What follows belongs to an exercise in optimizing a design on an open flow for small area and a short achievable clock period; a production flow would make more cautious choices.
RTL that was checked went through simulation tests only; none was proved equivalent to the original.
The flow treats the clock pin as an ideal source. Dropping or thinning the clock tree relies on that and would not hold on a real chip.

## the reference run
// can_fd_rx
module can_fd_rx (
    input  wire        clk,
    input  wire        rst,
    input  wire        fd_en,
    input  wire        pex_en,
    input  wire        rx_valid,
    input  wire        rx_bit,
    output reg         ev_hdr,
    output wire [28:0] hdr_ident,
    output reg         hdr_ide,
    output reg         hdr_rtr,
    output reg         hdr_fdf,
    output reg         hdr_brs,
    output reg         hdr_esi,
    output reg  [3:0]  hdr_dlc,
    output reg  [6:0]  hdr_len,
    output reg         ev_word,
    output wire [3:0]  word_idx,
    output wire [31:0] word_data,
    output reg         ev_ack,
    output reg         ev_valid,
    output reg         ev_end,
    output reg         ev_eofdom,
    output reg         ev_pex,
    output reg         ev_err,
    output wire [3:0]  err_kind,
    output wire [4:0]  err_field
);
Size in the first run: roughly 880 cells after synthesis, ~150 flip-flops, about 100 I/O pins.
Settings: LEC_CHECK=0, ABC_AREA=1, CAP_MARGIN=20, CORE_MARGIN=2, CORE_UTILIZATION=40, PLACE_DENSITY=0.6, SETUP_SLACK_MARGIN=3.0, SLEW_MARGIN=20; clock period 5.0 ns.
standard.sh (not shown) runs the stock make flow with config.mk's settings and CLKGATE_MAP_FILE= SYNTH_SCRIPT=/design/flow/synth_recipe.tcl, a recipe that flattens the netlist after the stock synthesis.
==> flow/flow/run.sh <==
#!/bin/bash
# Standard layout with two changes:
#  - the port buffers are made from the smallest buffer (sky130_fd_sc_hd__buf_1)
#    instead of the resizer's default choice; timing repair still resizes any
#    of them that is on a critical path;
#  - the clock tree is a balanced two-level tree built by flow/cts_pre.tcl
#    (clk -> 4 buffers -> 8 buffers -> flip-flops, sinks clustered by
#    location) in place of TritonCTS's H-tree; the rest of the CTS step
#    (legalization, setup and hold repair) runs as usual.
set -euo pipefail
here=$(pwd)
export BUFFER_PORTS_ARGS="-buffer_cell sky130_fd_sc_hd__buf_1"
export PRE_CTS_TCL="$here/flow/cts_pre.tcl"
bash standard.sh > standard.log 2>&1
Other scripts of this flow, unchanged in this note and not shown: flow/flow/cts_pre.tcl
The reference run reached the final stage; the timing, DRC and antenna checks on its layout passed.
[inputs] the trial run vs the reference run
--- a/flow/design.v
+++ b/flow/design.v
@@ -56,21 +56,20 @@
         b  <= rx_bit;
         fe <= fd_en;
         pe <= pex_en;
     end
     reg        active;
     reg [4:0]  cur;         
     reg [8:0]  cnt;         
     reg        fresh;       
     reg [2:0]  run;         
     reg        last;        
-    reg        dyn;         
     reg        stf;         
     reg [4:0]  sfield;      
     reg [2:0]  stuffc;      
     reg        scerr;       
     reg [14:0] crc15;
     reg [16:0] crc17;
     reg [20:0] crc21;
     reg [31:0] r;           
     reg        lbf;         
     reg [2:0]  ek;          
@@ -97,20 +96,21 @@
     wire c_data   = (cur == F_DATA);
     wire c_sc     = (cur == F_STUFF_COUNT);
     wire c_crc    = (cur == F_CRC);
     wire c_crcdel = (cur == F_CRC_DELIM);
     wire c_ack    = (cur == F_ACK);
     wire c_ackdel = (cur == F_ACK_DELIM);
     wire c_eof    = (cur == F_EOF);
     wire c_msg    = ~cur[4] & ~(cur[3] & cur[2]);    
     wire c_crcs   = c_msg | c_sc | c_crc;            
     wire fd   = hdr_fdf;
+    wire dyn  = c_msg | (c_crc & ~fd);
     wire wide = hdr_len[6] | hdr_len[5] | (hdr_len[4] & (hdr_len[3] | hdr_len[2]));
     wire nf        = ~fresh;
     wire i_b10     = nf & (cnt[3:0] == 4'd9);
     wire i_e17     = nf & (cnt[4:0] == 5'd16);
     wire i_m4_3    = nf & (cnt[1:0] == 2'd2);       
     wire i_byte7   = nf & (cnt[2:0] == 3'd6);
     wire i_c14     = nf & (cnt[3:0] == 4'd13);
     wire i_fdcrc   = (cnt[4:0] == (wide ? 5'd23 : 5'd19));
     wire i_eof5    = nf & (cnt[2:0] == 3'd4);
     wire i_eof6    = nf & (cnt[2:0] == 3'd5);
@@ -238,34 +238,32 @@
             fresh <= adv & ~c_sc;
             cnt   <= cnt1;
         end
         if (s_err)
             ek <= E_STUFF;
         else if (dbit)
             ek <= x_crc ? ((fd & scerr) ? E_STUFF_COUNT : E_CRC) : E_FORM;
         if (sof) begin
             run    <= 3'd1;
             last   <= 1'b0;
-            dyn    <= 1'b1;
             stf    <= 1'b0;
             stuffc <= 3'd0;
         end else if (sbit) begin
             run    <= 3'd1;
             last   <= b;
             stf    <= 1'b0;
             if (dyn) stuffc <= stuffc + 3'd1;
         end else if (dbit) begin
             run    <= same ? run + 3'd1 : 3'd1;
             last   <= b;
             stf    <= (end_data & fd) | ((c_sc | c_crc) & fd & i_m4_3) |
                       (dyn & same & (run == 3'd4));
-            if ((end_data & fd) | (c_crc & ~fd & i_c14)) dyn <= 1'b0;
         end
         if (dbit)
             sfield <= (end_data & fd) ? F_STUFF_COUNT : cur;
         lbf <= ({1'b0, cnt[8:3]} + 7'd1 == hdr_len);
         if (!active) begin
             crc15 <= 15'd0;
             crc17 <= POLY17;
             crc21 <= POLY21;
         end else if (in_bit && c_crcs) begin
             if (!stf)
### Flow results
Looking at number of iterations in the first detailed-routing pass, the trial run sits below the reference run.
Going from the reference run to the trial run, cell count up 12, fraction of standard cell area in multi-input logic up 0.40 points, final period utilization up 0.56 points, number of vias in the routed layout up 77.
For the trial run, only the layout was checked, not whether the RTL still works. No run of this note takes its clock network from TritonCTS; it comes from the design's own scripts or RTL.

can_fd_rx, a different RTL version from the one above (not shown whole).
Size: ~140 flip-flops, roughly 100 I/O pins.
export LEC_CHECK = 0
export ABC_AREA = 1
export CAP_MARGIN = 20
export CORE_MARGIN = 2
export CORE_UTILIZATION = 40
export PLACE_DENSITY = 0.6
export SETUP_SLACK_MARGIN = 3.05
export SLEW_MARGIN = 20
create_clock -name core_clock -period 5.0 [get_ports {clk}]
Scripts as last shown in full above: flow/flow/run.sh
Other scripts of this flow, unchanged in this note and not shown: flow/flow/cts_pre.tcl
Rerun with:
--- a/flow/design.v
+++ b/flow/design.v
@@ -45,32 +45,30 @@
     localparam [4:0] F_EOF         = 5'h11;
     localparam [2:0] E_STUFF       = 3'h3;
     localparam [2:0] E_FORM        = 3'h4;
     localparam [2:0] E_CRC         = 3'h5;
     localparam [2:0] E_STUFF_COUNT = 3'h6;
     localparam [14:0] POLY15 = 15'h4599;
     localparam [16:0] POLY17 = 17'h1685B;
     localparam [20:0] POLY21 = 21'h102899;
     reg v, b, fe, pe;
-    reg same;               
-    reg last;               
-    reg active;
     always @(posedge clk) begin
         v  <= rx_valid;
         b  <= rx_bit;
         fe <= fd_en;
         pe <= pex_en;
-        same <= (rx_bit == ((v & (active | ~b)) ? b : last));
     end
+    reg        active;
     reg [4:0]  cur;         
     reg [8:0]  cnt;         
     reg        fresh;       
     reg [2:0]  run;         
+    reg        last;        
     reg        dyn;         
     reg        stf;         
     reg [4:0]  sfield;      
     reg [2:0]  stuffc;      
     reg        scerr;       
     reg [14:0] crc15;
     reg [16:0] crc17;
     reg [20:0] crc21;
     reg [31:0] r;           
@@ -84,18 +82,19 @@
     assign hdr_dlc   = cnt[8:5];
     assign word_data = r;
     assign word_idx  = cnt[8:5];
     assign err_kind  = {1'b0, hdr_len[2:0]};
     assign err_field = cur;
     wire in_bit = v & active;
     wire dbit   = in_bit & ~stf;         
     wire sbit   = in_bit & stf;          
     wire sof    = v & ~active & ~b;
+    wire same   = (b == last);
     wire c_base   = (cur == F_BASE_ID);
     wire c_rtr1   = (cur == F_RTR_SRR);
     wire c_ide    = (cur == F_IDE);
     wire c_ext    = (cur == F_EXT_ID);
     wire c_rtr2   = (cur == F_RTR2);
     wire c_fdf    = (cur == F_FDF);
     wire c_res    = (cur == F_RES);
     wire c_brs    = (cur == F_BRS);
     wire c_esi    = (cur == F_ESI);
The changed run finished with timing, DRC and antenna clean.
Critical path depth does not change.
Register-to-register slack is about the same.
Fmax rose by 4.3%.
Global-route usage rose by 0.58 points.
Setup slack gets better by 81 ps.
Flip-flop and latch count fell by 1.
Design area rose by 1.9%.
Utilization rose by 1.2 points.
Final cell count rose by 1.3%.
For the first run of this note, only the layout was checked, not whether the RTL still works. No run of this note takes its clock network from TritonCTS; it comes from the design's own scripts or RTL.

[re-timing with driven ports]
In the flow no input, the clock included, has a driving cell. The finished layouts below were timed again as built, in two steps. Step 1: set_driving_cell puts a clkbuf_16 on clk and a buf_2 on each other input, an assumption about the parent block. Step 2 moves the port delays by t, midway between the first and last clock arrival at a register: inputs arrive t later, outputs are due t later. That takes back most of the time a late clock gives input paths. a / b / c = ideal / step 1 / step 2; a / b = the first two.
run | shift t [ns] | setup WS [ns] | worst data-port slew with drivers (ns)
the reference run | 0.355 | 3.034 / 2.956 / 3.038 | 0.04
the trial run | 0.372 | 3.006 / 2.929 / 3.092 | 0.03
the first run of note 2 | 0.361 | 3.023 / 2.943 / 3.036 | 0.03
the second run of note 2 | 0.357 | 3.104 / 3.028 / 3.076 | 0.05
After both steps every run listed still meets setup and hold. For the second run of note 2, which loses most, drivers alone change the setup slack by -0.076 ns; drivers and shift together by -0.028 ns.
